Background: an optimization exercise with open tools, aiming at small area. Do not read the settings as production practice.
Only simulation tests tie the RTL to the original design; equivalence was not proved.
Power figures rest on the tool's default switching activity, not on a simulated workload.

**design/flow/flow/abc_reopt.script**
```
strash
&get -n
&deepsyn -T 30
&put
dch -f
amap
mfs2
strash
dch -f
amap
topo
```
**design/flow/flow/run.sh**
```bash
#!/bin/bash
# Standard layout, with three changes to how it is made:
#  - after the standard synthesis, its combinational logic is re-mapped for
#    area by ABC with its area mapper (registers, full adder cells and tie cells untouched),
#  - ports are buffered with sky130_fd_sc_hd__buf_1,
#  - CTS inserts no dummy loads.
set -euo pipefail
export BUFFER_PORTS_ARGS="-buffer_cell sky130_fd_sc_hd__buf_1"
export CTS_ARGS="-sink_clustering_enable -repair_clock_nets -sink_clustering_size 16 -sink_clustering_max_diameter 50 -buf_list sky130_fd_sc_hd__clkbuf_8 -dont_use_dummy_load"
bash standard.sh synth > standard_synth.log 2>&1
R=$PWD/orfs/results/$FLOW_PLATFORM/sinc_df/base
LIB=$FLOW_HOME/platforms/sky130hd/lib/sky130_fd_sc_hd__tt_025C_1v80.lib
cp $R/1_2_yosys.v standard_synth_netlist.v
sed -e "s#@LIB@#$LIB#g" -e "s#@IN@#$PWD/standard_synth_netlist.v#" -e "s#@OUT@#$PWD/reopt_netlist.v#" -e "s#@FLOW@#$PWD/flow#" flow/reopt.ys.in > reopt.ys
yosys -s reopt.ys > reopt.log 2>&1
cp reopt_netlist.v $R/1_2_yosys.v
bash standard.sh > standard.log 2>&1
```
**design/flow/standard.sh**
```bash
#!/bin/bash
# synth_recipe.tcl (not shown) runs the flow's synth.tcl, then flattens the netlist and writes it again
# the make line also repeats each setting of config.mk as NAME=value (left out here)
make -C /OpenROAD-flow-scripts/flow DESIGN_CONFIG=/design/flow/config.mk WORK_HOME=/design/flow/orfs CLKGATE_MAP_FILE= SYNTH_SCRIPT=/design/flow/synth_recipe.tcl "${@:-finish}"
```
**design/flow/design.v**
```verilog
module sinc_df_add #(parameter W = 32) (
    input  wire [W-1:0] a,
    input  wire [W-1:0] b,
    input  wire         ci,
    output wire [W-1:0] s,
    output wire         co
);
    wire [W:0] c;
    assign c[0] = ci;
    genvar i;
    generate
        for (i = 0; i < W; i = i + 1) begin : g
            assign s[i]   = a[i] ^ b[i] ^ c[i];
            assign c[i+1] = (a[i] & b[i]) | (c[i] & (a[i] ^ b[i]));
        end
    endgenerate
    assign co = c[W];
endmodule
module sinc_df_inc #(parameter W = 32) (
    input  wire [W-1:0] a,
    input  wire         ci,
    output wire [W-1:0] s,
    output wire         co
);
    wire [W:0] c;
    assign c[0] = ci;
    genvar i;
    generate
        for (i = 0; i < W; i = i + 1) begin : g
            assign s[i]   = a[i] ^ c[i];
            assign c[i+1] = a[i] & c[i];
        end
    endgenerate
    assign co = c[W];
endmodule
module sinc_df (
    input  wire        clk,
    input  wire        rst,           
    input  wire [2:0]  cfg_ord,       
    input  wire [8:0]  cfg_osr,       
    input  wire [23:0] cfg_ofs,       
    input  wire [23:0] cfg_gain,      
    input  wire        restart,       
    input  wire        clk_loss,      
    input  wire        bit_valid,     
    input  wire        bit_in,
    output reg         out_stb,       
    output reg  [15:0] df_result,     
    output reg         df_valid,
    output reg  [6:0]  df_count,      
    output wire        settling,
    output reg         stuck,
    output reg  [15:0] loss_count     
);
    reg       run_bit;
    reg [5:0] run_len;                
    wire same_bit     = (bit_in == run_bit) && (stuck || run_len != 6'd0);
    wire stuck_detect = bit_valid && !stuck && same_bit && (run_len == 6'd63);
    wire stuck_end    = bit_valid && stuck && !same_bit;
    wire bit_take     = bit_valid && (stuck ? !same_bit : !stuck_detect);
    wire flush = restart || clk_loss || stuck_detect;
    wire [5:0] run_inc;
    sinc_df_inc #(6) u_run (.a(run_len), .ci(bit_valid && same_bit), .s(run_inc), .co());
    wire [1:0] nm1 = cfg_ord[2] ? 2'd3 : (cfg_ord[1:0] - 2'd1);    
    wire       n4  = (nm1 == 2'd3);
    wire       n3p = nm1[1];                                       
    wire       n2p = (nm1 != 2'd0);                                
    reg  [7:0] phase;
    wire [7:0] phase_inc;
    sinc_df_inc #(8) u_phase (.a(phase), .ci(bit_take), .s(phase_inc), .co());
    wire       window_end = bit_take && (phase == 8'hfe);
    reg  [1:0] out_n;                 
    reg        pend_ok;               
    reg [31:0] integ1, integ2, integ3, integ4;
    reg [31:0] z1, z2, z3;            
    reg [2:0]  cs;                    
    wire s1 = ((cs == 3'd1) || (cs == 3'd6)) && n4;     
    wire s2 = ((cs == 3'd2) || (cs == 3'd5)) && n3p;    
    wire s3 = ((cs == 3'd3) || (cs == 3'd4)) && n2p;    
    reg  fl1;                         
    reg  xs;                          
    wire csub = cs[2];                         
    wire [31:0] a1, a2, a3, a4;
    wire [31:0] tk = {32{bit_take}};
    wire [31:0] i2in = n4  ? a1 : {31'd0, bit_in};
    wire [31:0] i3in = n3p ? a2 : {31'd0, bit_in};
    wire [31:0] i4in = n2p ? a3 : {31'd0, bit_in};
    wire [31:0] tk4 = {32{(bit_take && !fl1) || (xs && n2p)}};
    wire [31:0] b4 = ((i4in & tk4) | (~z3 & {32{s1}}) | (~z2 & {32{s2}}) | (~z1 & {32{s3}})) ^ {32{csub}};
    sinc_df_inc #(32) u_i1 (.a(integ1), .ci(bit_take & bit_in), .s(a1), .co());
    sinc_df_add #(32) u_i2 (.a(integ2), .b(i2in & tk), .ci(1'b0), .s(a2), .co());
    sinc_df_add #(32) u_i3 (.a(integ3), .b(i3in & tk), .ci(1'b0), .s(a3), .co());
    sinc_df_add #(32) u_i4 (.a(integ4), .b(b4), .ci(csub | (xs && !n2p)), .s(a4), .co());
    wire [31:0] d = integ4;
    wire        pend = (cs == 3'd1);    
    reg [31:0] pc;                    
    reg [7:0]  pacc;                  
    reg [1:0]  pm;                    
    wire       p32 = cfg_osr[8] & n4;
    wire [8:0] psum;                  
    sinc_df_add #(9) u_pm (.a({1'b0, pacc}), .b(cfg_osr & {9{~pc[0]}}), .ci(1'b0), .s(psum), .co());
    reg  [4:0] cnt;
    reg        busy;
    reg [31:0] r;
    reg        qb1, allones;
    wire [31:0] x = pend ? d : r;
    wire [32:0] trial;
    wire        ge;                   
    sinc_df_add #(33) u_div (.a({x, 1'b0}), .b({~p32, pc}), .ci(1'b1), .s(trial), .co(ge));
    reg [24:0] accl;                  
    reg [22:0] acck;
    reg        ta, tb, ts;
    reg        dg_neg, dg_nz, dg_two;  
    wire [27:0] cx   = {2'b00, ~cfg_ofs[23], cfg_ofs[22:0], 2'b00};
    wire        cbit = cx[cnt];
    wire        rnd  = (cnt == 5'd2) && ge && !(allones && qb1);
    wire        n_neg = !qb1 && cbit && !rnd;
    wire        n_two = qb1 && !cbit && rnd;
    wire        n_nz  = rnd ? (qb1 || !cbit) : (qb1 ^ cbit);
    wire [24:0] g2   = dg_two ? {cfg_gain, 1'b0} : {cfg_gain[23], cfg_gain};
    wire [24:0] gop  = (g2 & {25{dg_nz}}) ^ {25{dg_neg}};
    wire [24:0] lsum;
    wire        lco;
    sinc_df_add #(25) u_hl (.a({~accl[23:0], dg_neg}), .b(gop), .ci(1'b0), .s(lsum), .co(lco));
    wire [23:0] ksum;                 
    sinc_df_add #(24) u_hk (.a({acck, ta}), .b({24{ts}}), .ci(tb), .s(ksum), .co());
    wire        res_ok  = (ksum[23] == ksum[22]) && (ksum[22] == ksum[21]);
    wire [15:0] res_sat = res_ok ? ksum[21:6] : (ksum[23] ? 16'h8000 : 16'h7fff);
    wire        out_now  = busy && (cnt == 5'd0) && !flush;
    wire        loss_now = (clk_loss || stuck_detect) && !(&loss_count);
    wire [15:0] loss_inc;
    sinc_df_inc #(16) u_loss (.a(loss_count), .ci(loss_now), .s(loss_inc), .co());
    wire [6:0]  count_inc;
    sinc_df_inc #(7) u_count (.a(df_count), .ci(out_now), .s(count_inc), .co());
    assign settling = !df_valid && !stuck;
    always @(posedge clk) begin
        integ1 <= a1;
        integ2 <= a2;
        integ3 <= a3;
        integ4 <= (rst || flush || cs == 3'd3) ? 32'd0 : a4;
        fl1 <= rst || flush;
        xs  <= fl1 && bit_take && (n2p || bit_in);
        if (cs == 3'd1 || fl1) z3 <= ~a4;
        if (cs == 3'd2 || fl1) z2 <= ~a4;
        if (cs == 3'd3 || fl1) z1 <= ~a4;
        if (rst || flush) begin
            cs <= 3'd0;
        end else begin
            if (window_end)
                cs <= 3'd1;
            else if (cs != 3'd0)
                cs <= (cs == 3'd6) ? 3'd0 : cs + 3'd1;
        end
    end
    always @(posedge clk) begin
        if (rst) begin
            run_bit    <= 1'b0;
            run_len    <= 6'd0;
            stuck      <= 1'b0;
            out_n      <= 2'd0;
            pend_ok    <= 1'b0;
            busy       <= 1'b0;
            out_stb    <= 1'b0;
            df_result  <= 16'd0;
            df_valid   <= 1'b0;
            df_count   <= 7'd0;
            loss_count <= 16'd0;
        end else begin
            out_stb <= 1'b0;
            if (bit_valid)
                run_bit <= bit_in;
            run_len <= (bit_valid && !same_bit) ? 6'd1 : run_inc;
            loss_count <= loss_inc;
            df_count   <= count_inc;
            if (stuck_detect)
                stuck <= 1'b1;
            else if (stuck_end)
                stuck <= 1'b0;
            if (flush) begin
                out_n    <= 2'd0;
                busy     <= 1'b0;
                df_valid <= 1'b0;
            end else begin
                if (window_end) begin
                    pend_ok <= (out_n >= nm1);
                    if (out_n != 2'd3)
                        out_n <= out_n + 2'd1;
                end
                if (busy && cnt == 5'd0) begin
                    busy      <= 1'b0;
                    df_result <= res_sat;
                    df_valid  <= 1'b1;
                    out_stb   <= 1'b1;
                end
                if (pend && pend_ok)
                    busy <= 1'b1;
            end
        end
    end
    always @(posedge clk) begin
        if (rst || flush || window_end)
            phase <= ~cfg_osr[7:0];
        else
            phase <= phase_inc;
        r   <= ge ? trial[31:0] : {x[30:0], 1'b0};
        qb1 <= ge;
        if (pend) begin
            allones <= 1'b1;
            dg_neg  <= 1'b0;
            dg_nz   <= 1'b0;
            dg_two  <= 1'b0;
            accl    <= ~25'd32;
            acck    <= 23'd0;
            ta      <= 1'b0;
            tb      <= 1'b0;
            ts      <= 1'b0;
        end else begin
            allones <= allones & qb1;
            dg_neg  <= n_neg;
            dg_nz   <= n_nz;
            dg_two  <= n_two;
            accl    <= ~lsum;
            acck    <= ksum[22:0];
            ta      <= ~accl[24];
            tb      <= lco;
            ts      <= gop[24];
        end
        if (rst || restart) begin
            pc   <= ~{23'd0, cfg_osr};
            pacc <= 8'd0;
            pm   <= nm1;
            cnt  <= 5'd31;
        end else if (pend && pend_ok) begin
            cnt  <= 5'd25;
        end else begin
            cnt  <= cnt - 5'd1;
            if (pm != 2'd0) begin
                pc   <= {~psum[0], pc[31:1]};
                pacc <= psum[8:1];
                if (cnt == 5'd0)
                    pm <= pm - 2'd1;
            end
        end
    end
endmodule
```
**design/flow/flow/reopt.ys.in**
```
# Re-map the combinational logic of the standard synthesis for area.
# Registers, full adders and tie cells are kept as they are.
read_liberty -ignore_miss_func @LIB@
read_verilog @IN@
hierarchy -top sinc_df
setattr -mod -set keep_hierarchy 1 sky130_fd_sc_hd__dfxtp_1 sky130_fd_sc_hd__edfxtp_1 sky130_fd_sc_hd__fa_1 sky130_fd_sc_hd__conb_1
flatten
opt_clean
abc -script @FLOW@/abc_reopt.script -liberty @LIB@ -dont_use sky130_fd_sc_hd__lpflow_bleeder_1 -dont_use sky130_fd_sc_hd__lpflow_clkbufkapwr_1 -dont_use sky130_fd_sc_hd__lpflow_clkbufkapwr_16 -dont_use sky130_fd_sc_hd__lpflow_clkbufkapwr_2 -dont_use sky130_fd_sc_hd__lpflow_clkbufkapwr_4 -dont_use sky130_fd_sc_hd__lpflow_clkbufkapwr_8 -dont_use sky130_fd_sc_hd__lpflow_clkinvkapwr_1 -dont_use sky130_fd_sc_hd__lpflow_clkinvkapwr_16 -dont_use sky130_fd_sc_hd__lpflow_clkinvkapwr_2 -dont_use sky130_fd_sc_hd__lpflow_clkinvkapwr_4 -dont_use sky130_fd_sc_hd__lpflow_clkinvkapwr_8 -dont_use sky130_fd_sc_hd__lpflow_decapkapwr_12 -dont_use sky130_fd_sc_hd__lpflow_decapkapwr_3 -dont_use sky130_fd_sc_hd__lpflow_decapkapwr_4 -dont_use sky130_fd_sc_hd__lpflow_decapkapwr_6 -dont_use sky130_fd_sc_hd__lpflow_decapkapwr_8 -dont_use sky130_fd_sc_hd__lpflow_inputiso0n_1 -dont_use sky130_fd_sc_hd__lpflow_inputiso0p_1 -dont_use sky130_fd_sc_hd__lpflow_inputiso1n_1 -dont_use sky130_fd_sc_hd__lpflow_inputiso1p_1 -dont_use sky130_fd_sc_hd__lpflow_inputisolatch_1 -dont_use sky130_fd_sc_hd__lpflow_isobufsrc_1 -dont_use sky130_fd_sc_hd__lpflow_isobufsrc_16 -dont_use sky130_fd_sc_hd__lpflow_isobufsrc_2 -dont_use sky130_fd_sc_hd__lpflow_isobufsrc_4 -dont_use sky130_fd_sc_hd__lpflow_isobufsrc_8 -dont_use sky130_fd_sc_hd__lpflow_isobufsrckapwr_16 -dont_use sky130_fd_sc_hd__lpflow_lsbuf_lh_hl_isowell_tap_1 -dont_use sky130_fd_sc_hd__lpflow_lsbuf_lh_hl_isowell_tap_2 -dont_use sky130_fd_sc_hd__lpflow_lsbuf_lh_hl_isowell_tap_4 -dont_use sky130_fd_sc_hd__lpflow_lsbuf_lh_isowell_4 -dont_use sky130_fd_sc_hd__lpflow_lsbuf_lh_isowell_tap_1 -dont_use sky130_fd_sc_hd__lpflow_lsbuf_lh_isowell_tap_2 -dont_use sky130_fd_sc_hd__lpflow_lsbuf_lh_isowell_tap_4 -dont_use sky130_fd_sc_hd__probe_p_8 -dont_use sky130_fd_sc_hd__probec_p_8 
opt_clean -purge
hilomap -singleton -hicell sky130_fd_sc_hd__conb_1 HI -locell sky130_fd_sc_hd__conb_1 LO
insbuf -buf sky130_fd_sc_hd__buf_4 A X
splitnets
opt_clean -purge
select sinc_df
write_verilog -noattr -nohex -nodec -selected @OUT@
```
**design/flow/config.mk**
```make
export PLATFORM = sky130hd
export DESIGN_NAME = sinc_df
export DESIGN_NICKNAME = sinc_df
export VERILOG_FILES = /design/flow/design.v
export SDC_FILE = /design/flow/constraint.sdc
export NUM_CORES = 4
export LEC_CHECK = 0
export ABC_AREA = 1
export CAP_MARGIN = 20
export CORE_MARGIN = 2
export CORE_UTILIZATION = 70
export SLEW_MARGIN = 20
```
**design/flow/constraint.sdc**
```tcl
create_clock -name core_clock -period 22.0 [get_ports {clk}]
set_input_delay 4.4000 -clock core_clock [delete_from_list [all_inputs] [get_ports {clk}]]
set_output_delay 4.4000 -clock core_clock [all_outputs]
set_load 0.01 [all_outputs]
```
==> results of run 1 <==
[per-stage QoR]
| stage | util [%] | setup slack [ns] | std cells | hold WS (ns) | cell area, um^2 |
|---|---|---|---|---|---|
| final | 75.5 | 1.08 | 2162 | 0.405 | 20200 |
| after detailed placement | 73.5 | 0.282 | 2124 | 0.389 | 19700 |
| after floorplan | - | 0.0230 | 1689 | 0.368 | 19000 |
| after CTS | 75.4 | 0.807 | 2161 | 0.402 | 20200 |
| after global placement | 73.5 | 0.652 | 2124 | 0.372 | 19700 |
| after global routing | 75.5 | 0.0222 | 2162 | 0.432 | 20200 |
[timing repair]
item / CTS / global route
endpoints found under the setup margin: 0 / 4
endpoints found under the hold margin: 0 / 0
gates resized for setup: 0 / 4
[area by class of cell]
class / count / area share, %
clock buffers: 37 / 2.52
flip-flops and latches: 425 / 48.5
multi-input cells: 1037 / 40.4
repair buffers: 134 / 3.07
inverters: 188 / 3.49
well taps: 341 / 2.11
[cells in the final DEF (no fill, tap or decap), types with 2 or more instances in the layout]
cell	n
o21ai_0	110
dfxtp_1	294
a221o_1	15
o32ai_1	9
nand3_1	6
a311oi_1	2
or2_1	3
fa_1	176
clkinv_1	187
nand4_1	4
nor2_1	194
a31oi_1	4
o221ai_1	3
nor4_1	4
a21oi_1	94
buf_4	25
or2_0	48
o22ai_1	63
nor2b_1	65
and2_0	7
a22o_1	34
buf_1	108
a211oi_1	8
clkbuf_8	37
and3_1	15
nor3_1	25
o21ai_1	4
edfxtp_1	130
o22a_1	30
or3_1	4
nand2_1	98
[worst max-delay path: cells and delay by family]
kind / cells / cell delay [ns]
AOI/OAI and AO/OA: 7 / 1.09
adders and majority gates: 32 / 14.11
buffers and inverters: 3 / 0.22
and+or+nand+nor: 11 / 1.44
[worst max-delay path by stage]
stage                      end  cells after the start
global route        integ4[31]                     54
CTS                     z1[31]                     52
finish                  z3[31]                     53
global placement        z2[31]                     52
floorplan                dg_nz                     44
detailed placement      z1[31]                     52
[state kept, by name, indices dropped and copies added, names as in the netlist, 23 cells and up]
| register | cells |
|---|---|
| integ1 | 32 |
| z1 | 32 |
| integ3 | 32 |
| acck | 23 |
| integ4 | 32 |
| integ2 | 32 |
| accl | 25 |
| pc | 32 |
| z3 | 32 |
| z2 | 32 |
| r | 32 |
[where the power goes]
part           total, W  leakage (nW)  internal (W)  switching [W]
logic          0.000613          3.57      0.000292       0.000321
registers       0.00104          3.50      0.000977      0.0000646
clock network  0.000385         0.266      0.000151       0.000234
total           0.00204          7.33       0.00142       0.000619
[layer usage]
metal / vias to the layer above / share of wire (%) / track usage [%]
met1: 5815 / 45 / 38.2
met2: 303 / 48 / 44.5
met3: 61 / 4.2 / 2.99
li1: 5970 / - / -
met4: 0 / 2.3 / 7.68
met5: - / 0 / 0
==> qor.txt, run 1 <==
Outcome - finished clean
Setup bufs post-CTS - 0
TritonCTS buffer count - 37
Slowest-stage cell, CP - fa_1
Area Growth Syn to Fin - 6.74%
Clock latency on the worst-skew pair - 0.55 ns
Worst R2R Setup Slack - 4.64 ns
Setup TNS - 0 ns
Setup crit end kind - flip-flop
R2r worst-path depth - 48
Maximum clock insertion buffer count - 3
Skew final - 0.0599 ns
Worst r2r src - cs[2]
Ports - 109
Arrival time at the worst endpoint - 21.29 ns
First-pass GRT wire length - 61.3 mm
Gr ovfl total - 0
Total vias in the final route - 12,100
Filler cells - 1,888
Register Area - 9810 um^2
Hold Vio Cnt, Final - 0
Vias in the first global route - 12,500
Least-Margin Pin Slew - 1.04 ns
Hold-critical path depth - 1
CP startpoint kind - input pin
Cell mode on critical path - fa_1
CP Class - input pin to flip-flop
CTS Sinks - 425
Max_cap viols - 0
Layout cells sized above 1 - 3.73%
Die footprint - 28,400 um^2
Avg Inst Size Synth - 11.2 um^2
DRT antenna net count - 0
Cell Pwr Density - 101 nW/um^2
CTS tree - yes
Syn Std Cell Area - 19,000 um^2
Row count - 60
CP peak stage delay - 0.50 ns
Slew HR - 30.3%
Starting Density - 70.8%
Req. time, crit path - 22.37 ns
Remaining DRCs - 0
Worst min-delay path startpoint - accl[24]
FMAX - 47.8 MHz
Synthesized Nets - 1,931
Port Buf Inserts - 108
VDD IR max - 0.0548 mV
Largest net degree at the start of global routing - 72
Die Y - 169 um
Clock slew seen by the registers of the worst setup and hold paths - 0.10 ns
Routed Wire Length - 36.0 mm
N_diodes - 0
HP Class - flip-flop to flip-flop
Tot Pwr - 0.00204 W
Post-DR wirelength/cell - 16.7 um
Hold-fix buffers, CTS - 0
Post-Syn Instances - 1,689
CP startpoint - bit_valid
# setup viols final - 0
Routability Congestion - 0.818
Vias per cell - 5.62
Pleak - 7.33 nW
CP Max Fanout - 4
GRT Total Usage - 26.8%
Drt first pass iters - 5
Antenna violations before repair - 0
Final HPWL DP - 24.6 mm
Multi-input combinational cell area - 8170 um^2
Fin. max-slew vios - 0
Fin crit period - 20.92 ns
Die W - 169 um
Yosys warning total - 1
Hold endpoint - ta
Clk root buf - clkbuf_8
Final Cycle Share - 95.1%
RSZ-0062 raised after global routing - false
Core area - 26,800 um^2
Initial DRC count - 691
H-tree Lvls - 2
Fin nets - 2,065
Worst r2r dst - dg_nz
==> run 2, diff against run 1 <==
--- a/design/flow/design.v
+++ b/design/flow/design.v
@@ -84,11 +84,8 @@
     wire [31:0] tk = {32{bit_take}};
-    wire [31:0] i2in = n4  ? a1 : {31'd0, bit_in};
-    wire [31:0] i3in = n3p ? a2 : {31'd0, bit_in};
-    wire [31:0] i4in = n2p ? a3 : {31'd0, bit_in};
-    wire [31:0] tk4 = {32{(bit_take && !fl1) || (xs && n2p)}};
-    wire [31:0] b4 = ((i4in & tk4) | (~z3 & {32{s1}}) | (~z2 & {32{s2}}) | (~z1 & {32{s3}})) ^ {32{csub}};
+    wire [31:0] tk4 = {32{bit_take && !fl1}};
+    wire [31:0] b4 = ((a3 & tk4) | (~z3 & {32{s1}}) | (~z2 & {32{s2}}) | (~z1 & {32{s3}})) ^ {32{csub}};
     sinc_df_inc #(32) u_i1 (.a(integ1), .ci(bit_take & bit_in), .s(a1), .co());
-    sinc_df_add #(32) u_i2 (.a(integ2), .b(i2in & tk), .ci(1'b0), .s(a2), .co());
-    sinc_df_add #(32) u_i3 (.a(integ3), .b(i3in & tk), .ci(1'b0), .s(a3), .co());
-    sinc_df_add #(32) u_i4 (.a(integ4), .b(b4), .ci(csub | (xs && !n2p)), .s(a4), .co());
+    sinc_df_add #(32) u_i2 (.a(integ2), .b(a1 & tk), .ci(1'b0), .s(a2), .co());
+    sinc_df_add #(32) u_i3 (.a(integ3), .b(a2 & tk), .ci(1'b0), .s(a3), .co());
+    sinc_df_add #(32) u_i4 (.a(integ4), .b(b4), .ci(csub | xs), .s(a4), .co());
     wire [31:0] d = integ4;
@@ -136,8 +133,8 @@
     always @(posedge clk) begin
-        integ1 <= a1;
-        integ2 <= a2;
-        integ3 <= a3;
+        integ1 <= (rst || flush || !n4)  ? 32'd0 : a1;
+        integ2 <= (rst || flush || !n3p) ? 32'd0 : a2;
+        integ3 <= (rst || flush || !n2p) ? 32'd0 : a3;
         integ4 <= (rst || flush || cs == 3'd3) ? 32'd0 : a4;
         fl1 <= rst || flush;
-        xs  <= fl1 && bit_take && (n2p || bit_in);
+        xs  <= fl1 && bit_take && bit_in;
         if (cs == 3'd1 || fl1) z3 <= ~a4;
==> qor.txt, run 2 <==
Fin. max-slew vios - 0 (unchanged)
Synthesized Nets - 2,074 (+7.4%)
Clock slew seen by the registers of the worst setup and hold paths - 0.10 ns (about the same)
Routed Wire Length - 38.1 mm (+5.8%)
Remaining DRCs - 0 (unchanged)
VDD IR max - 0.0831 mV (+52%)
CTS Sinks - 425 (unchanged)
DRT antenna net count - 0 (unchanged)
Core area - 27,600 um^2 (+3.1%)
Buf/Inv on CP - 7 (+4)
H-tree Lvls - 2 (unchanged)
CP startpoint - bit_valid
Vias per cell - 5.53 (-1.6%)
Vias in the first global route - 13,000 (+4.0%)
Fin nets - 2,206 (+6.8%)
CP Max Fanout - 5 (+1)
Ports - 109 (unchanged)
Starting Density - 70.7% (-0.11 points)
Worst R2R Setup Slack - 4.40 ns (-0.24 ns)
Syn Std Cell Area - 19,500 um^2 (+2.9%)
GRT Total Usage - 27.3% (+0.49 points)
Worst r2r dst - z3[31]
Top Metal Used - met4
HP Class - flip-flop to flip-flop
Largest net degree at the start of global routing - 77 (+6.9%)
Die footprint - 29,200 um^2 (+2.9%)
CP peak stage delay - 0.54 ns (+0.04 ns)
Setup bufs post-CTS - 0 (unchanged)
Arrival time at the worst endpoint - 21.52 ns (+0.23 ns)
Final HPWL DP - 25.6 mm (+4.4%)
Slowest-stage cell, CP - fa_1
Tot Pwr - 0.00179 W (-12%)
Gr ovfl total - 0 (unchanged)
Hold Vio Cnt, Final - 0 (unchanged)
Met1 Routed Length - 17.2 mm (+5.6%)
CTS tree - yes
Yosys warning total - 1 (unchanged)
Commonest non-fill, non-tap cell in the layout - nor2_1
Row count - 61 (+1.7%)
CP startpoint kind - input pin
Hold-fix buffers, CTS - 0 (unchanged)
Port Buf Inserts - 108 (unchanged)
Setup ws final - 0.761 ns (-0.320 ns)
Cell Pwr Density - 85.8 nW/um^2 (-15%)
Commonest non-fill, non-tap cells in the layout - nor2_1 (336), dfxtp_1 (294), clkinv_1 (232)
RSZ-0062 raised after global routing - false
Critical path depth - 58 (+9.4%)
R2r worst-path depth - 57 (+19%)
Routed met2 length - 18.3 mm (+5.1%)
CP Class - input pin to flip-flop
Worst r2r src - run_len[1]
N_diodes - 0 (unchanged)
Maximum clock insertion buffer count - 3 (unchanged)
FMAX - 47.1 MHz (-1.5%)
Core Util, Final - 75.4% (-0.086 points)
Final cell count without fillers - 2,340 (+8.2%)
Post-Place Worst Slack - -0.0906 ns (-0.372 ns)
Setup crit end kind - flip-flop
Total vias in the final route - 12,900 (+6.5%)
Antenna violations before repair - 0 (unchanged)
First-pass GRT wire length - 63.7 mm (+3.8%)
Final Cycle Share - 96.5% (+1.5 points)
Post-DR wirelength/cell - 16.3 um (-2.3%)
Initial DRC count - 786 (+14%)
CP top delay family - adder cells
Clock latency on the worst-skew pair - 0.57 ns (+0.02 ns)
Drt first pass iters - 7 (+2)
Layout cells sized above 1 - 3.57% (-0.17 points)
Dpl cell area - 20,300 um^2 (+3.0%)
Max_cap viols - 0 (unchanged)
Routed wl met3 - 1.85 mm (+23%)
TritonCTS buffer count - 38 (+2.7%)
Slew HR - 34.1% (+3.9 points)
Clk root buf - clkbuf_8
Final instance area - 20,800 um^2 (+3.0%)
Req. time, crit path - 22.29 ns (-0.08 ns)
Outcome - finished clean
Cell mode on critical path - fa_1
Area Growth Syn to Fin - 6.77% (about the same)
Die W - 171 um (+1.4%)
Least-Margin Pin Slew - 0.988 ns (-0.0544 ns)
Setup crit end - z3[31]
Skew final - 0.0624 ns (+0.00247 ns)
Die Y - 171 um (+1.4%)
# setup viols final - 0 (unchanged)
Routability Congestion - 0.856 (+4.7%)
Placed cells - 2,301 (+8.3%)
Post-Syn Instances - 1,832 (+8.5%)
Fin crit period - 21.24 ns (+0.320 ns)
Pleak - 7.34 nW (+0.15%)
Avg Inst Size Synth - 10.7 um^2 (-5.1%)
## run 2: stage by stage
| step | hold WS (ns) | setup TNS [ns] |
|---|---|---|
| 6_report | 0.431 | 0 |
| 5_1_grt | 0.437 | 0 |
| 4_1_cts | 0.438 | 0 |
| 3_5_place_dp | 0.396 | -0.335 |
| 3_3_place_gp | 0.373 | 0 |
| 2_1_floorplan | 0.368 | 0 |
## run 2: how the worst min path moves through the flow
stage	end	cells after the start	startpoint	slack, ns
3_3_place_gp	ta	1	accl[24]	0.37
2_1_floorplan	ta	1	accl[24]	0.37
3_5_place_dp	ta	1	accl[24]	0.40
4_1_cts	ta	1	accl[24]	0.44
6_report	ta	1	accl[24]	0.43
5_1_grt	ta	1	accl[24]	0.44
## run 2: what timing repair did
item,in CTS,in global routing
gates resized for setup,0,2
setup endpoints to repair,0,4
endpoints found under the hold margin,0,0
## run 2: routing by layer
metal  vias up  track usage (%)
met5         -                0
met4         0             6.96
met3        59             3.96
met2       301             45.8
met1      6224             37.9
li1       6356                -
## run 2: report_power, final
group / total, W / internal [W] / leakage [nW] / switching [W]
registers: 0.000957 / 0.000911 / 3.44 / 0.0000463
logic: 0.000436 / 0.000205 / 3.63 / 0.000231
clock network: 0.000395 / 0.000155 / 0.273 / 0.000240
## run 2: final cells by class
type                       count  area, um^2
clock buffer                  38         523
tap                          378         473
inverter                     233         875
sequential                   425        9810
fill                        2011        6780
multi-input combinational   1135        8580
timing repair buffer         131         586
==> run 3, diff against run 2 <==
--- a/design/flow/flow/run.sh
+++ b/design/flow/flow/run.sh
@@ -3,3 +3,3 @@
 #  - after the standard synthesis, its combinational logic is re-mapped for
-#    area by ABC with its area mapper (registers, full adder cells and tie cells untouched),
+#    area by ABC (registers, full adder cells and tie cells untouched),
 #  - ports are buffered with sky130_fd_sc_hd__buf_1,
==> design/flow/flow/abc_reopt.script (replaced) <==
strash
&get -n
&deepsyn -T 60
&put
dch -f
map -a
mfs2
strash
dch -f
map -a
topo
==> qor.txt, run 3 <==
H-tree Lvls - 2 (unchanged)
Met3 Usage GRT - 3.36% (-0.59 points)
# setup viols final - 0 (unchanged)
Skew final - 0.0532 ns (-0.00915 ns)
CTS tree - yes
GRT Max-Usage Layer - met2
Total vias in the final route - 13,500 (+4.6%)
GRT Total Usage - 27.8% (+0.47 points)
N_diodes - 0 (unchanged)
Gr ovfl total - 0 (unchanged)
Commonest non-fill, non-tap cell in the layout - nor2_1
Arrival time at the worst endpoint - 21.37 ns (-0.15 ns)
Synthesized Nets - 2,195 (+5.8%)
Worst R2R Setup Slack - 4.75 ns (+0.35 ns)
VDD IR max - 0.0564 mV (-32%)
DRT antenna net count - 0 (unchanged)
Remaining DRCs - 0 (unchanged)
FMAX - 47.6 MHz (+1.1%)
Initial DRC count - 809 (+2.9%)
Post-Syn Instances - 1,953 (+6.6%)
Met2 usage - 49.8% (+4.1 points)
Slowest-stage cell, CP - fa_1
Post-DR wirelength/cell - 16.0 um (-1.9%)
Clock slew seen by the registers of the worst setup and hold paths - 0.09 ns (about the same)
First-pass GRT wire length - 64.9 mm (+1.9%)
Fin crit period - 21.00 ns (-0.239 ns)
Starting Density - 71.2% (+0.58 points)
Row count - 61 (unchanged)
CP peak stage delay - 0.52 ns (-0.02 ns)
Cell mode on critical path - fa_1
Final Cycle Share - 95.5% (-1.1 points)
Outcome - finished clean
Slew HR - 34.1% (about the same)
RSZ-0062 raised after global routing - false
Clk root buf - clkbuf_8
Routed Wire Length - 39.3 mm (+3.2%)
Setup crit end kind - flip-flop
Syn Std Cell Area - 19,800 um^2 (+1.7%)
CTS Sinks - 425 (unchanged)
Yosys warning total - 1 (unchanged)
CP Class - input pin to flip-flop
Fin. max-slew vios - 0 (unchanged)
Hold Slack - 0.360 ns (-0.0708 ns)
Core area - 27,900 um^2 (+0.83%)
Placed cells - 2,422 (+5.3%)
Vias per cell - 5.50 (-0.54%)
Fin nets - 2,328 (+5.5%)
Drt first pass iters - 6 (-1)
Hold Vio Cnt, Final - 0 (unchanged)
Cell Pwr Density - 83.6 nW/um^2 (-2.6%)
Final cell count without fillers - 2,462 (+5.2%)
Routability Congestion - 0.820 (-4.2%)
Layout cells sized above 1 - 5.61% (+2.0 points)
Final HPWL DP - 27.5 mm (+7.3%)
Die W - 172 um (+0.80%)
Req. time, crit path - 22.37 ns (+0.08 ns)
CP startpoint kind - input pin
Routing usage on met1 - 34.9% (-3.0 points)
Maximum clock insertion buffer count - 3 (unchanged)
Die Y - 172 um (+0.80%)
Die footprint - 29,700 um^2 (+1.6%)
Setup bufs post-CTS - 0 (unchanged)
Vias in the first global route - 13,600 (+4.0%)
Pleak - 7.85 nW (+6.9%)
Least-Margin Pin Slew - 0.985 ns (-0.00327 ns)
Ports - 109 (unchanged)
Port Buf Inserts - 108 (unchanged)
Commonest non-fill, non-tap cells in the layout - nor2_1 (364), dfxtp_1 (294), clkinv_1 (275)
Clock latency on the worst-skew pair - 0.58 ns (about the same)
HP Class - flip-flop to flip-flop
Largest net degree at the start of global routing - 65 (-16%)
Area Growth Syn to Fin - 6.75% (about the same)
Tot Pwr - 0.00177 W (-0.99%)
Setup TNS - 0 ns (unchanged)
TritonCTS buffer count - 40 (+5.3%)
Max_cap viols - 0 (unchanged)
Avg Inst Size Synth - 10.2 um^2 (-4.6%)
Antenna violations before repair - 0 (unchanged)
CP Max Fanout - 7 (+2)
run 3: metrics by stage:
step	util [%]	cell area (um^2)	setup slack (ns)
after global placement	74.0	20600	0.670
after floorplan	-	19900	0.0142
after CTS	76.0	21200	0.726
final	76.0	21200	1.00
after detailed placement	74.0	20600	0.121
after global routing	76.0	21200	0.121
run 3: critical path: cells and delay by family:
family          cells  cell delay (ns)
fa+ha+maj          32            13.80
simple gates       11             1.32
buf+inv             8             0.79
compound gates      2             0.39
xor+xnor            3             0.70
run 3: layer usage:
metal	vias up	wire length [um]
li1	6552	-
met2	358	20000
met3	79	1970
met4	0	1150
met1	6552	16200
met5	-	0
run 3: worst paths after layout:
kind              startpoint     end  cells after the start
setup / recovery   bit_valid  z1[31]                     56
hold / removal      accl[24]      ta                      1
setup reg to reg  run_len[0]  z1[31]                     55
hold reg to reg     accl[24]      ta                      1
run 3: layout make-up:
class / instances / area, um^2
clock buffer: 40 / 551
fill: 2017 / 6670
inverter: 276 / 1040
multi-input combinational: 1213 / 8740
sequential: 425 / 9810
tap: 378 / 473
timing repair buffer: 130 / 571
run 3: what timing repair did:
action | in CTS | in global routing
setup endpoints to repair | 0 | 4
resized for setup | 0 | 1
hold buffers | 0 | 0
run 3: power breakdown:
| part | total (W) | switching (W) | internal (W) |
|---|---|---|---|
| clock network | 0.000405 | 0.000242 | 0.000163 |
| registers | 0.000937 | 0.0000385 | 0.000899 |
| logic | 0.000429 | 0.000236 | 0.000194 |
==> run 4, diff against run 3 <==
--- a/design/flow/design.v
+++ b/design/flow/design.v
@@ -74,3 +74,3 @@
     reg [31:0] integ1, integ2, integ3, integ4;
-    reg [31:0] z1, z2, z3;            
+    reg [31:0] z1, z2, z3;           
     reg [2:0]  cs;                    
@@ -93,7 +93,8 @@
     reg [31:0] pc;                    
-    reg [7:0]  pacc;                  
+    reg [8:0]  pacc;
     reg [1:0]  pm;                    
     wire       p32 = cfg_osr[8] & n4;
-    wire [8:0] psum;                  
-    sinc_df_add #(9) u_pm (.a({1'b0, pacc}), .b(cfg_osr & {9{~pc[0]}}), .ci(1'b0), .s(psum), .co());
+    wire [8:0] psum;
+    wire       psum_co;
+    sinc_df_add #(9) u_pm (.a(pacc), .b(cfg_osr & {9{~pc[0]}}), .ci(1'b0), .s(psum), .co(psum_co));
     reg  [4:0] cnt;
@@ -106,3 +107,3 @@
     sinc_df_add #(33) u_div (.a({x, 1'b0}), .b({~p32, pc}), .ci(1'b1), .s(trial), .co(ge));
-    reg [24:0] accl;                  
+    reg [24:0] accl;
     reg [22:0] acck;
@@ -226,3 +227,3 @@
             pc   <= ~{23'd0, cfg_osr};
-            pacc <= 8'd0;
+            pacc <= 9'd0;
             pm   <= nm1;
@@ -235,3 +236,3 @@
                 pc   <= {~psum[0], pc[31:1]};
-                pacc <= psum[8:1];
+                pacc <= {psum_co, psum[8:1]};
                 if (cnt == 5'd0)
==> qor.txt, run 4 <==
Port Buf Inserts - 108 (unchanged)
Die W - 173 um (+0.26%)
DRT antenna net count - 0 (unchanged)
Least-Margin Pin Slew - 0.984 ns (-0.000807 ns)
Setup crit end kind - flip-flop
Largest net degree at the start of global routing - 62 (-4.6%)
Sw Ratio - 29.0% (-0.098 points)
Vias in the first global route - 13,900 (+2.3%)
Initial DRC count - 767 (-5.2%)
Pleak - 7.96 nW (+1.4%)
Gr ovfl total - 0 (unchanged)
Clk root buf - clkbuf_8
Final cell count without fillers - 2,534 (+2.9%)
First-pass GRT wire length - 66.3 mm (+2.2%)
Fin. max-slew vios - 0 (unchanged)
Final HPWL DP - 27.1 mm (-1.4%)
Tot Pwr - 0.00177 W (about the same)
Max_cap viols - 0 (unchanged)
HP Class - flip-flop to flip-flop
Post-Syn Instances - 2,013 (+3.1%)
Fin crit period - 21.12 ns (+0.124 ns)
Slowest-stage cell, CP - fa_1
CP startpoint - bit_valid
Hold-fix buffers, CTS - 0 (unchanged)
Avg Inst Size Synth - 9.91 um^2 (-2.5%)
Req. time, crit path - 22.34 ns (-0.03 ns)
Ports - 109 (unchanged)
Remaining DRCs - 0 (unchanged)
TritonCTS buffer count - 39 (-2.5%)
Skew final - 0.0505 ns (-0.00271 ns)
RSZ-0062 raised after global routing - false
Cell mode on critical path - fa_1
Filler cells - 2,009 (-0.40%)
CTS tree - yes
Internal power - 0.00126 W (+0.12%)
Clock power share - 22.5% (-0.4 points)
Hold-critical path depth - 1 (unchanged)
Clock latency on the worst-skew pair - 0.56 ns (-0.02 ns)
N_diodes - 0 (unchanged)
Placed cells - 2,493 (+2.9%)
GRT Total Usage - 27.1% (-0.69 points)
Antenna violations before repair - 0 (unchanged)
Row count - 61 (unchanged)
Post-DR wirelength/cell - 15.3 um (-4.3%)
Drt first pass iters - 7 (+1)
Total vias in the final route - 13,600 (+0.59%)
Hold Vio Cnt, Final - 0 (unchanged)
VDD IR max - 0.0675 mV (+20%)
Cell Pwr Density - 82.6 nW/um^2 (-1.2%)
Worst min-delay path startpoint - accl[24]
Setup ws final - 0.877 ns (-0.124 ns)
Comb pwr share - 24.5% (+0.3 points)
Routability Congestion - 0.840 (+2.4%)
Outcome - finished clean
Commonest non-fill, non-tap cells in the layout - nor2_1 (382), clkinv_1 (315), dfxtp_1 (295)
Syn Std Cell Area - 19,900 um^2 (+0.52%)
Die footprint - 29,900 um^2 (+0.51%)
R2r worst-path depth - 57 (+3.6%)
Seq pwr share - 53.0% (about the same)
CP Max Fanout - 5 (-2)
CTS Sinks - 426 (+0.24%)
Core area - 27,900 um^2 (+0.27%)
P_sw - 0.000514 W (-0.36%)
Post-Place Worst Slack - -0.333 ns (-0.454 ns)
Die Y - 173 um (+0.26%)
Starting Density - 71.4% (+0.18 points)
Arrival time at the worst endpoint - 21.47 ns (+0.10 ns)
Area Growth Syn to Fin - 7.48%
Clock slew seen by the registers of the worst setup and hold paths - 0.10 ns (about the same)
CP peak stage delay - 0.49 ns (-0.03 ns)
Yosys warning total - 1 (unchanged)
# setup viols final - 0 (unchanged)
Vias per cell - 5.38 (-2.3%)
Slew HR - 34.2% (+0.054 points)
Maximum clock insertion buffer count - 3 (unchanged)
Final Cycle Share - 96.0% (+0.56 points)
FMAX - 47.3 MHz (-0.59%)
Fin nets - 2,401 (+3.1%)
Worst r2r src - run_len[0]
Commonest non-fill, non-tap cell in the layout - nor2_1
Routed Wire Length - 38.7 mm (-1.5%)
CP startpoint kind - input pin
Synthesized Nets - 2,256 (+2.8%)
Layout cells sized above 1 - 6.77% (+1.2 points)
CP Class - input pin to flip-flop
H-tree Lvls - 2 (unchanged)
run 4: area by class of cell:
type                            count  area (um^2)  share of cell area (%)
Sequential cell                   426         9830                    45.8
Multi-Input combinational cell   1232         8730                    40.7
Inverter                          316         1190                    5.56
Timing Repair Buffer              143          681                    3.17
Clock buffer                       39          537                    2.50
Tap cell                          378          473                    2.21
run 4: what timing repair did:
action	CTS	global route
setup buffers	0	2
endpoints found under the setup margin	0	8
endpoints found under the hold margin	0	0
gates resized for setup	0	11
run 4: path summary, 6_finish.rpt:
| kind | endpoint | slack, ns |
|---|---|---|
| hold reg to reg | ta | 0.40 |
| setup / recovery | z1[31] | 0.88 |
| hold / removal | ta | 0.40 |
| setup reg to reg | z1[31] | 4.45 |
run 4: critical path: cells and delay by family:
family	cells	cell delay, ns
adder cells (fa/ha/maj)	32	14.49
AND/OR/NAND/NOR	13	1.19
AO/OA/AOI/OAI	2	0.18
XOR/XNOR	3	0.57
buffers and inverters	8	0.60
run 4: power groups by stage:
stage                     Clock, W  Combinational [W]  Sequential (W)
after global placement           0           0.000412        0.000955
after CTS                 0.000407           0.000440        0.000941
final                     0.000399           0.000433        0.000939
after floorplan                  0           0.000335        0.000954
after detailed placement         0           0.000433        0.000959
after global routing      0.000435           0.000512        0.000951
run 4: per-layer routing:
metal | GRT usage (%) | vias to the layer above | wire length, um
met5 | 0 | - | 0
met4 | 8.51 | 0 | 989
met3 | 3.19 | 77 | 1570
met2 | 48.0 | 285 | 19700
met1 | 35.1 | 6595 | 16400
li1 | - | 6664 | -
run 4: per-stage QoR:
stage / setup TNS, ns / area [um^2] / utilization [%] / hold slack, ns
6_report: 0 / 21400 / 76.8 / 0.398
5_1_grt: 0 / 21400 / 76.8 / 0.416
4_1_cts: 0 / 21400 / 76.5 / 0.400
3_5_place_dp: -1.92 / 20800 / 74.6 / 0.386
3_3_place_gp: 0 / 20800 / 74.6 / 0.375
2_1_floorplan: 0 / 20000 / - / 0.368
==> run 5, diff against run 4 <==
--- a/design/flow/flow/run.sh
+++ b/design/flow/flow/run.sh
@@ -8,3 +8,3 @@
 export BUFFER_PORTS_ARGS="-buffer_cell sky130_fd_sc_hd__buf_1"
-export CTS_ARGS="-sink_clustering_enable -repair_clock_nets -sink_clustering_size 16 -sink_clustering_max_diameter 50 -buf_list sky130_fd_sc_hd__clkbuf_8 -dont_use_dummy_load"
+export CTS_ARGS="-sink_clustering_enable -repair_clock_nets -sink_clustering_size 8 -sink_clustering_max_diameter 30 -buf_list sky130_fd_sc_hd__clkbuf_4 -dont_use_dummy_load"
 bash standard.sh synth > standard_synth.log 2>&1
==> qor.txt, run 5 <==
Avg Inst Size Synth - 9.91 um^2 (unchanged)
Clock slew seen by the registers of the worst setup and hold paths - 0.07 ns (-0.03 ns)
Req. time, crit path - 22.47 ns (+0.13 ns)
First-pass GRT wire length - 66.8 mm (+0.84%)
Worst r2r dst - z2[31]
Commonest non-fill, non-tap cells in the layout - nor2_1 (382), clkinv_1 (315), dfxtp_1 (295)
Outcome - finished clean
FMAX - 47.3 MHz (about the same)
Clk root buf - clkbuf_4
Post-Syn Instances - 2,013 (unchanged)
Largest net degree at the start of global routing - 62 (unchanged)
Die footprint - 29,900 um^2 (unchanged)
Arrival time at the worst endpoint - 21.61 ns (+0.14 ns)
Tot Pwr - 0.00180 W (+1.8%)
Cell Pwr Density - 83.8 nW/um^2 (+1.5%)
CTS Sinks - 426 (unchanged)
Dpl cell area - 20,800 um^2 (unchanged)
Vias in the first global route - 14,200 (+2.2%)
Slew HR - 33.5% (-0.69 points)
Area Growth Syn to Fin - 7.84%
TritonCTS buffer count - 84 (+120%)
DRT antenna net count - 0 (unchanged)
Hold Vio Cnt, Final - 0 (unchanged)
Worst R2R Setup Slack - 4.30 ns (-0.15 ns)
Remaining DRCs - 0 (unchanged)
CP peak stage delay - 0.49 ns (about the same)
Pleak - 8.07 nW (+1.3%)
Layout cells sized above 1 - 8.45% (+1.7 points)
Antenna violations before repair - 1 (+1)
HP Class - flip-flop to flip-flop
Commonest non-fill, non-tap cell in the layout - nor2_1
Clock latency on the worst-skew pair - 0.73 ns (+0.17 ns)
Setup crit end - z2[31]
CP startpoint kind - input pin
H-tree Lvls - 3 (+1)
Slowest-stage cell, CP - fa_1
CP Class - input pin to flip-flop
Setup crit end kind - flip-flop
CP startpoint - bit_valid
Syn Std Cell Area - 19,900 um^2 (unchanged)
Register Area - 9830 um^2 (unchanged)
Multi-input combinational cell area - 8720 um^2 (-0.11%)
Setup TNS - 0 ns (unchanged)
Die W - 173 um (unchanged)
Yosys warning total - 1 (unchanged)
Row count - 61 (unchanged)
Routability Congestion - 0.840 (unchanged)
Hold Slack - 0.395 ns (-0.00308 ns)
Filler cells - 2,014 (+0.25%)
Fin. max-slew vios - 0 (unchanged)
Worst r2r src - run_len[0]
Drt first pass iters - 5 (-2)
Core Util, Final - 77.0% (+0.26 points)
Hold-fix buffers, CTS - 0 (unchanged)
Final Cycle Share - 96.1% (about the same)
Buf/Inv on CP - 7 (-1)
Synthesized Nets - 2,256 (unchanged)
Max_cap viols - 0 (unchanged)
R2r worst-path depth - 54 (-5.3%)
Least-Margin Pin Slew - 0.994 ns (+0.0103 ns)
Maximum clock insertion buffer count - 3 (unchanged)
Fin nets - 2,445 (+1.8%)
RSZ-0062 raised after global routing - false
Final HPWL DP - 27.1 mm (unchanged)
Die Y - 173 um (unchanged)
VDD IR max - 0.0641 mV (-4.9%)
Cell mode on critical path - fa_1
Total vias in the final route - 13,800 (+1.6%)
Post-DR wirelength/cell - 15.1 um (-0.95%)
Ports - 109 (unchanged)
Gr ovfl total - 0 (unchanged)
Port Buf Inserts - 108 (unchanged)
Core area - 27,900 um^2 (unchanged)
Starting Density - 71.4% (unchanged)
GRT Total Usage - 27.4% (+0.37 points)
CP top delay family - adder cells
Skew final - 0.0902 ns (+0.0397 ns)
Final instance area - 21,500 um^2 (+0.33%)
Routed Wire Length - 39.1 mm (+0.88%)
CP Max Fanout - 5 (unchanged)
Initial DRC count - 786 (+2.5%)
Fin crit period - 21.13 ns (+0.00817 ns)
Critical path depth - 55 (-5.2%)
# setup viols final - 0 (unchanged)
CTS tree - yes
Vias per cell - 5.36 (-0.28%)
[run 5: layout make-up]
type                            count  area share, %
Sequential cell                   426           45.7
Multi-Input combinational cell   1232           40.5
Inverter                          316           5.54
Timing Repair Buffer              142           3.07
Clock buffer                       84           2.93
Tap cell                          378           2.20
Antenna cell                        3         0.0349
[run 5: how the worst min path moves through the flow]
stage,to,cells after the start,from,slack (ns)
3_5_place_dp,ta,1,accl[24],0.39
6_report,ta,1,accl[24],0.39
2_1_floorplan,ta,1,accl[24],0.37
4_1_cts,ta,1,accl[24],0.40
3_3_place_gp,ta,1,accl[24],0.38
5_1_grt,ta,1,accl[24],0.41
[run 5: what timing repair did]
item,in CTS,in global routing
buffers inserted,0,1
resized for setup,0,7
endpoints found under the setup margin,0,8
[run 5: power breakdown]
part           switching (W)  internal [W]
Clock               0.000257      0.000174
Combinational       0.000235      0.000196
Sequential         0.0000384      0.000901
Total               0.000531       0.00127
[run 5: per-layer routing]
layer	track usage (%)	vias to the layer above	wire [um]
met5	0	-	0
met4	11.3	0	1450
met3	5.17	114	2150
met2	47.0	367	19300
met1	34.6	6581	16200
li1	-	6773	-
[run 5: metrics by stage]
| step | setup slack (ns) | instances |
|---|---|---|
| 2_1_floorplan | 0.132 | 2013 |
| 3_5_place_dp | -0.333 | 2493 |
| 4_1_cts | 0.410 | 2577 |
| 5_1_grt | 0.0119 | 2579 |
| 3_3_place_gp | 0.0543 | 2493 |
| 6_report | 0.868 | 2581 |
==> run 6, diff against run 5 <==
--- a/design/flow/design.v
+++ b/design/flow/design.v
@@ -74,14 +74,19 @@
     reg [31:0] integ1, integ2, integ3, integ4;
-    reg [31:0] z1, z2, z3;           
+    reg [31:0] zr0, zr1, zr2;         
+    reg [1:0]  zp;
     reg [2:0]  cs;                    
-    wire s1 = ((cs == 3'd1) || (cs == 3'd6)) && n4;     
-    wire s2 = ((cs == 3'd2) || (cs == 3'd5)) && n3p;    
-    wire s3 = ((cs == 3'd3) || (cs == 3'd4)) && n2p;    
-    reg  fl1;                         
-    reg  xs;                          
-    wire csub = cs[2];                         
+    reg        zwait;                 
+    reg        pend;                  
+    wire [1:0] zp_next = (zp == 2'd2) ? 2'd0 : zp + 2'd1;
+    wire zuse = (zp == 2'd0) ? n4 : ((zp == 2'd1) ? n3p : n2p);
+    wire sread = (cs != 3'd0) && zuse;
+    wire csub = cs[2];                
+    reg [1:0]  zc;                    
+    reg        xs;                    
+    wire       zclr = (zc != 2'd0);
+    wire       zwr  = zclr || (cs == 3'd1) || (cs == 3'd2) || (cs == 3'd3);
     wire [31:0] a1, a2, a3, a4;
     wire [31:0] tk = {32{bit_take}};
-    wire [31:0] tk4 = {32{bit_take && !fl1}};
-    wire [31:0] b4 = ((a3 & tk4) | (~z3 & {32{s1}}) | (~z2 & {32{s2}}) | (~z1 & {32{s3}})) ^ {32{csub}};
+    wire [31:0] tk4 = {32{bit_take && !zclr}};
+    wire [31:0] b4 = ((a3 & tk4) | (~zr2 & {32{sread}})) ^ {32{csub}};
     sinc_df_inc #(32) u_i1 (.a(integ1), .ci(bit_take & bit_in), .s(a1), .co());
@@ -89,12 +94,10 @@
     sinc_df_add #(32) u_i3 (.a(integ3), .b(a2 & tk), .ci(1'b0), .s(a3), .co());
-    sinc_df_add #(32) u_i4 (.a(integ4), .b(b4), .ci(csub | xs), .s(a4), .co());
+    sinc_df_add #(32) u_i4 (.a(integ4), .b(b4), .ci(csub | (!zclr && xs)), .s(a4), .co());
     wire [31:0] d = integ4;
-    wire        pend = (cs == 3'd1);    
     reg [31:0] pc;                    
-    reg [8:0]  pacc;
+    reg [7:0]  pacc;                  
     reg [1:0]  pm;                    
     wire       p32 = cfg_osr[8] & n4;
-    wire [8:0] psum;
-    wire       psum_co;
-    sinc_df_add #(9) u_pm (.a(pacc), .b(cfg_osr & {9{~pc[0]}}), .ci(1'b0), .s(psum), .co(psum_co));
+    wire [8:0] psum;                  
+    sinc_df_add #(9) u_pm (.a({1'b0, pacc}), .b(cfg_osr & {9{~pc[0]}}), .ci(1'b0), .s(psum), .co());
     reg  [4:0] cnt;
@@ -107,3 +110,3 @@
     sinc_df_add #(33) u_div (.a({x, 1'b0}), .b({~p32, pc}), .ci(1'b1), .s(trial), .co(ge));
-    reg [24:0] accl;
+    reg [24:0] accl;                  
     reg [22:0] acck;
@@ -138,14 +141,25 @@
         integ4 <= (rst || flush || cs == 3'd3) ? 32'd0 : a4;
-        fl1 <= rst || flush;
-        xs  <= fl1 && bit_take && bit_in;
-        if (cs == 3'd1 || fl1) z3 <= ~a4;
-        if (cs == 3'd2 || fl1) z2 <= ~a4;
-        if (cs == 3'd3 || fl1) z1 <= ~a4;
+        zr0 <= zwr ? ~a4 : zr2;
+        zr1 <= zr0;
+        zr2 <= zr1;
+        zp  <= rst ? 2'd0 : zp_next;
+        xs  <= !(rst || flush) && zclr && (xs || (bit_take && bit_in));
         if (rst || flush) begin
-            cs <= 3'd0;
-        end else begin
-            if (window_end)
-                cs <= 3'd1;
-            else if (cs != 3'd0)
-                cs <= (cs == 3'd6) ? 3'd0 : cs + 3'd1;
+            zc    <= 2'd3;
+            cs    <= 3'd0;
+            zwait <= 1'b0;
+            pend  <= 1'b0;
+        end else begin
+            if (zclr)
+                zc <= zc - 2'd1;
+            pend <= window_end;
+            if ((window_end || zwait) && zp_next == 2'd0) begin
+                cs    <= 3'd1;
+                zwait <= 1'b0;
+            end else begin
+                if (window_end)
+                    zwait <= 1'b1;
+                if (cs != 3'd0)
+                    cs <= (cs == 3'd6) ? 3'd0 : cs + 3'd1;
+            end
         end
@@ -227,3 +241,3 @@
             pc   <= ~{23'd0, cfg_osr};
-            pacc <= 9'd0;
+            pacc <= 8'd0;
             pm   <= nm1;
@@ -236,3 +250,3 @@
                 pc   <= {~psum[0], pc[31:1]};
-                pacc <= {psum_co, psum[8:1]};
+                pacc <= psum[8:1];
                 if (cnt == 5'd0)
--- a/design/flow/flow/run.sh
+++ b/design/flow/flow/run.sh
@@ -3,3 +3,3 @@
 #  - after the standard synthesis, its combinational logic is re-mapped for
-#    area by ABC (registers, full adder cells and tie cells untouched),
+#    area by ABC with its area mapper (registers, full adder cells and tie cells untouched),
 #  - ports are buffered with sky130_fd_sc_hd__buf_1,
@@ -8,3 +8,3 @@
 export BUFFER_PORTS_ARGS="-buffer_cell sky130_fd_sc_hd__buf_1"
-export CTS_ARGS="-sink_clustering_enable -repair_clock_nets -sink_clustering_size 8 -sink_clustering_max_diameter 30 -buf_list sky130_fd_sc_hd__clkbuf_4 -dont_use_dummy_load"
+export CTS_ARGS="-sink_clustering_enable -repair_clock_nets -sink_clustering_size 16 -sink_clustering_max_diameter 50 -buf_list sky130_fd_sc_hd__clkbuf_8 -dont_use_dummy_load"
 bash standard.sh synth > standard_synth.log 2>&1
==> design/flow/flow/abc_reopt.script (replaced) <==
strash
&get -n
&deepsyn -T 30
&put
dch -f
amap
mfs2
strash
dch -f
amap
topo
==> qor.txt, run 6 <==
Commonest non-fill, non-tap cell in the layout - dfxtp_1
Fin crit period - 20.83 ns (-0.306 ns)
Least-Margin Pin Slew - 0.923 ns (-0.0710 ns)
Fin nets - 2,170 (-11%)
Setup TNS - 0 ns (unchanged)
Filler cells - 1,905 (-5.4%)
CP startpoint kind - input pin
# setup viols final - 0 (unchanged)
N_diodes - 0 (-3)
Skew final - 0.0562 ns (-0.0339 ns)
CTS Sinks - 430 (+0.94%)
Die footprint - 27,700 um^2 (-7.2%)
Vias per cell - 5.54 (+3.3%)
Total vias in the final route - 12,500 (-9.5%)
Clk root buf - clkbuf_8
Hold Vio Cnt, Final - 0 (unchanged)
Routed Wire Length - 35.3 mm (-9.5%)
Ports - 109 (unchanged)
Layout cells sized above 1 - 3.63% (-4.8 points)
Placed cells - 2,223 (-11%)
Final cell count without fillers - 2,261 (-12%)
CP peak stage delay - 0.56 ns (+0.07 ns)
Worst r2r src - run_bit
Starting Density - 71.1% (-0.32 points)
R2r worst-path depth - 57 (+5.6%)
FMAX - 48.0 MHz (+1.5%)
Largest net degree at the start of global routing - 86 (+39%)
CP Max Fanout - 7 (+2)
Post-DR wirelength/cell - 15.6 um (+3.3%)
RSZ-0062 raised after global routing - false
Cell mode on critical path - fa_1
CP startpoint - bit_in
Die Y - 166 um (-3.7%)
Hold-critical path depth - 0 (-1)
H-tree Lvls - 2 (-1)
First-pass GRT wire length - 60.6 mm (-9.4%)
Worst r2r dst - zr0[31]
Remaining DRCs - 0 (unchanged)
Outcome - finished clean
Avg Inst Size Synth - 10.3 um^2 (+3.8%)
Worst R2R Setup Slack - 5.10 ns (+0.80 ns)
Arrival time at the worst endpoint - 21.34 ns (-0.27 ns)
HP Class - flip-flop to flip-flop
GRT Total Usage - 26.4% (-1.0 points)
Syn Std Cell Area - 18,500 um^2 (-7.4%)
TritonCTS buffer count - 38 (-55%)
Synthesized Nets - 2,038 (-9.7%)
Setup crit end - zr0[31]
Core area - 26,000 um^2 (-7.0%)
Port Buf Inserts - 108 (unchanged)
Setup crit end kind - flip-flop
Initial DRC count - 899 (+14%)
Pleak - 7.40 nW (-8.3%)
Vias in the first global route - 12,500 (-12%)
Maximum clock insertion buffer count - 3 (unchanged)
Commonest non-fill, non-tap cells in the layout - dfxtp_1 (395), nor2_1 (293), clkinv_1 (189)
Antenna violations before repair - 0 (-1)
Drt first pass iters - 7 (+2)
Clock latency on the worst-skew pair - 0.57 ns (-0.16 ns)
Fin. max-slew vios - 0 (unchanged)
Setup bufs post-CTS - 0 (unchanged)
Resized cells post-CTS - 0 (unchanged)
Clock slew seen by the registers of the worst setup and hold paths - 0.09 ns (+0.02 ns)
Yosys warning total - 1 (unchanged)
Hold-fix buffers, CTS - 0 (unchanged)
Post-Syn Instances - 1,796 (-11%)
DRT antenna net count - 0 (unchanged)
Slowest-stage cell, CP - fa_1
Routability Congestion - 0.839 (about the same)
Tot Pwr - 0.00171 W (-5.3%)
Gr ovfl total - 0 (unchanged)
Slew HR - 38.1% (+4.6 points)
Max_cap viols - 0 (unchanged)
CP Class - input pin to flip-flop
Row count - 59 (-3.3%)
Final Cycle Share - 94.7% (-1.4 points)
CTS tree - yes
Final HPWL DP - 25.2 mm (-7.2%)
Req. time, crit path - 22.51 ns (+0.04 ns)
Cell Pwr Density - 86.5 nW/um^2 (+3.2%)
Worst min-delay path startpoint - zr1[5]
Die W - 166 um (-3.7%)
Area Growth Syn to Fin - 6.87%
VDD IR max - 0.0873 mV (+36%)
==> run 6: final cells by class <==
cell class	count	area [um^2]	area share (%)
Clock buffer	38	523	2.65
Inverter	191	717	3.63
Multi-Input combinational cell	1136	8550	43.3
Sequential cell	430	8950	45.3
Tap cell	335	419	2.12
Timing Repair Buffer	131	583	2.95
==> run 6: report_power, final <==
part	internal, W	switching, W
Combinational	0.000191	0.000200
Clock	0.000155	0.000239
Sequential	0.000881	0.0000415
==> run 6: worst max-delay path, delay by kind of cell <==
kind	cells	cell delay, ns
buf+inv	5	0.65
fa+ha+maj	32	13.06
simple gates	13	1.89
compound gates	9	1.31
==> run 6: worst min-delay path by stage <==
stage	end	slack, ns
after floorplan	zr1[0]	0.31
after detailed placement	zr1[17]	0.31
after global routing	zr1[24]	0.33
after global placement	zr2[10]	0.31
after CTS	zr1[0]	0.32
final	zr2[5]	0.33
==> run 6: through the flow <==
| step | hold slack [ns] | util [%] | setup slack, ns | instance area, um^2 |
|---|---|---|---|---|
| floorplan | 0.310 | - | 0.588 | 18500 |
| global placement | 0.310 | 73.9 | 0.999 | 19200 |
| detailed placement | 0.312 | 74.0 | 0.724 | 19200 |
| CTS | 0.323 | 76.0 | 1.28 | 19700 |
| global route | 0.329 | 76.0 | 0.488 | 19700 |
| finish | 0.329 | 76.0 | 1.17 | 19700 |
==> run 6: layer usage <==
metal / part of all wire [%] / global-route usage, %
met5: 0 / 0
met4: 2.0 / 6.18
met3: 5.1 / 3.90
met2: 44 / 39.6
met1: 49 / 41.3
==> run 7, diff against run 6 <==
--- a/design/flow/design.v
+++ b/design/flow/design.v
@@ -89,8 +89,11 @@
     wire [31:0] tk = {32{bit_take}};
-    wire [31:0] tk4 = {32{bit_take && !zclr}};
-    wire [31:0] b4 = ((a3 & tk4) | (~zr2 & {32{sread}})) ^ {32{csub}};
+    wire [31:0] i2in = n4  ? a1 : {31'd0, bit_in};
+    wire [31:0] i3in = n3p ? a2 : {31'd0, bit_in};
+    wire [31:0] i4in = n2p ? a3 : {31'd0, bit_in};
+    wire [31:0] tk4 = {32{!zclr && (bit_take || (xs && n2p))}};
+    wire [31:0] b4 = ((i4in & tk4) | (~zr2 & {32{sread}})) ^ {32{csub}};
     sinc_df_inc #(32) u_i1 (.a(integ1), .ci(bit_take & bit_in), .s(a1), .co());
-    sinc_df_add #(32) u_i2 (.a(integ2), .b(a1 & tk), .ci(1'b0), .s(a2), .co());
-    sinc_df_add #(32) u_i3 (.a(integ3), .b(a2 & tk), .ci(1'b0), .s(a3), .co());
-    sinc_df_add #(32) u_i4 (.a(integ4), .b(b4), .ci(csub | (!zclr && xs)), .s(a4), .co());
+    sinc_df_add #(32) u_i2 (.a(integ2), .b(i2in & tk), .ci(1'b0), .s(a2), .co());
+    sinc_df_add #(32) u_i3 (.a(integ3), .b(i3in & tk), .ci(1'b0), .s(a3), .co());
+    sinc_df_add #(32) u_i4 (.a(integ4), .b(b4), .ci(csub | (!zclr && xs && !n2p)), .s(a4), .co());
     wire [31:0] d = integ4;
@@ -137,5 +140,5 @@
     always @(posedge clk) begin
-        integ1 <= (rst || flush || !n4)  ? 32'd0 : a1;
-        integ2 <= (rst || flush || !n3p) ? 32'd0 : a2;
-        integ3 <= (rst || flush || !n2p) ? 32'd0 : a3;
+        integ1 <= a1;
+        integ2 <= a2;
+        integ3 <= a3;
         integ4 <= (rst || flush || cs == 3'd3) ? 32'd0 : a4;
@@ -145,3 +148,3 @@
         zp  <= rst ? 2'd0 : zp_next;
-        xs  <= !(rst || flush) && zclr && (xs || (bit_take && bit_in));
+        xs  <= !(rst || flush) && zclr && (xs || (bit_take && (n2p || bit_in)));
         if (rst || flush) begin
==> qor.txt, run 7 <==
Outcome - finished clean
GRT Total Usage - 25.8% (-0.66 points)
Gr ovfl total - 0 (unchanged)
Seq pwr share - 52.0% (-2.0 points)
Core Util, Final - 76.8% (+0.82 points)
Die footprint - 27,300 um^2 (-1.5%)
Clk root buf - clkbuf_8
Total vias in the final route - 11,900 (-5.3%)
Pleak - 7.36 nW (-0.51%)
Final Cycle Share - 96.1% (+1.5 points)
Antenna violations before repair - 0 (unchanged)
Row count - 58 (-1.7%)
FMAX - 47.3 MHz (-1.5%)
Max_cap viols - 0 (unchanged)
Setup ws final - 0.855 ns (-0.319 ns)
Hold Vio Cnt, Final - 0 (unchanged)
Resized cells post-CTS - 0 (unchanged)
Hold-fix buffers, CTS - 0 (unchanged)
Initial DRC count - 681 (-24%)
Ports - 109 (unchanged)
Setup crit end kind - flip-flop
CP Class - input pin to flip-flop
Layout cells sized above 1 - 3.83% (+0.19 points)
Internal power - 0.00130 W (+5.9%)
Post-Place Worst Slack - 0.0683 ns (-0.656 ns)
Final HPWL DP - 23.2 mm (-7.9%)
Fin nets - 2,073 (-4.5%)
HP Class - flip-flop to flip-flop
Post-DR wirelength/cell - 15.2 um (-2.7%)
Routability Congestion - 0.857 (+2.1%)
TritonCTS buffer count - 38 (unchanged)
Final cell count without fillers - 2,159 (-4.5%)
Vias in the first global route - 11,900 (-4.2%)
Remaining DRCs - 0 (unchanged)
CTS tree - yes
Routed Wire Length - 32.8 mm (-7.1%)
Clock power share - 21.0% (-2.1 points)
Comb pwr share - 27.0% (+4.1 points)
Avg Inst Size Synth - 10.7 um^2 (+4.0%)
Final instance area - 19,500 um^2 (-1.5%)
Die W - 165 um (-0.76%)
Sw Ratio - 30.0% (+1.9 points)
Starting Density - 71.8% (+0.72 points)
Syn Std Cell Area - 18,200 um^2 (-1.6%)
Yosys warning total - 1 (unchanged)
DRT antenna net count - 0 (unchanged)
CTS Sinks - 430 (unchanged)
Fin crit period - 21.15 ns (+0.319 ns)
H-tree Lvls - 2 (unchanged)
Clock latency on the worst-skew pair - 0.57 ns (about the same)
Slowest-stage cell, CP - fa_1
Placed cells - 2,120 (-4.6%)
CP startpoint kind - input pin
Largest net degree at the start of global routing - 83 (-3.5%)
Cell Pwr Density - 95.4 nW/um^2 (+10%)
Cell mode on critical path - fa_1
Synthesized Nets - 1,942 (-4.7%)
Maximum clock insertion buffer count - 3 (unchanged)
Drt first pass iters - 5 (-2)
Fin. max-slew vios - 0 (unchanged)
Clock slew seen by the registers of the worst setup and hold paths - 0.10 ns (about the same)
Skew final - 0.0554 ns (-0.000788 ns)
Slew HR - 41.9% (+3.8 points)
First-pass GRT wire length - 56.4 mm (-6.9%)
Vias per cell - 5.49 (-0.87%)
Arrival time at the worst endpoint - 21.61 ns (+0.27 ns)
Core area - 25,300 um^2 (-2.5%)
Commonest non-fill, non-tap cell in the layout - dfxtp_1
Area Growth Syn to Fin - 6.95% (about the same)
Post-Syn Instances - 1,700 (-5.3%)
CP Max Fanout - 4 (-3)
Die Y - 165 um (-0.76%)
P_sw - 0.000557 W (+16%)
Tot Pwr - 0.00186 W (+8.7%)
Least-Margin Pin Slew - 0.872 ns (-0.0513 ns)
Commonest non-fill, non-tap cells in the layout - dfxtp_1 (395), clkinv_1 (194), fa_1 (175)
Port Buf Inserts - 108 (unchanged)
Dpl cell area - 18,900 um^2 (-1.7%)
N_diodes - 0 (unchanged)
VDD IR max - 0.0682 mV (-22%)
Req. time, crit path - 22.46 ns (-0.05 ns)
Filler cells - 1,792 (-5.9%)
Setup bufs post-CTS - 0 (unchanged)
CP peak stage delay - 0.58 ns (+0.02 ns)
# setup viols final - 0 (unchanged)
[run 7: worst paths after layout]
check             startpoint      end  slack (ns)  cells after the start
hold reg to reg      zr1[29]  zr2[29]        0.32                      0
setup / recovery      bit_in  zr0[31]        0.85                     57
setup reg to reg     run_bit  zr0[31]        4.49                     56
hold / removal       zr1[29]  zr2[29]        0.32                      0
[run 7: through the flow]
stage          setup TNS (ns)  hold slack (ns)
2_1_floorplan               0            0.310
3_3_place_gp                0            0.309
3_5_place_dp                0            0.312
4_1_cts                     0            0.318
5_1_grt               -0.0420            0.318
6_report                    0            0.318
[run 7: cell type report]
class,instances,area [um^2],area share (%)
Clock buffer,38,523,2.69
Inverter,194,728,3.74
Multi-Input combinational cell,1037,8260,42.5
Sequential cell,430,8950,46.0
Tap cell,330,413,2.12
Timing Repair Buffer,130,578,2.97
[run 7: critical path: cells and delay by family]
family          cells  cell delay [ns]
simple gates       13             1.68
compound gates      9             1.26
buf+inv             3             0.28
fa+ha+maj          32            13.98
[run 7: power by group through the flow]
stage	registers, W	logic, W	clock network (W)
floorplan	0.000977	0.000365	0
global placement	0.000979	0.000478	0
detailed placement	0.000984	0.000493	0
CTS	0.000966	0.000508	0.000401
global route	0.000980	0.000586	0.000431
finish	0.000964	0.000501	0.000390
[run 7: layer usage]
metal	GRT usage (%)	routed length, um
met2	42.5	15200
met1	36.3	15600
met3	4.35	1450
met4	5.77	526
met5	0	0

Re-timed with assumed drivers on the ports (clkbuf_16 on the clock, buf_2 on other inputs), run 7 has 0.875 ns of setup slack against 0.855 ns with ideal ports, and 0.286 ns once port delays also move by the mid clock arrival of 0.589 ns.
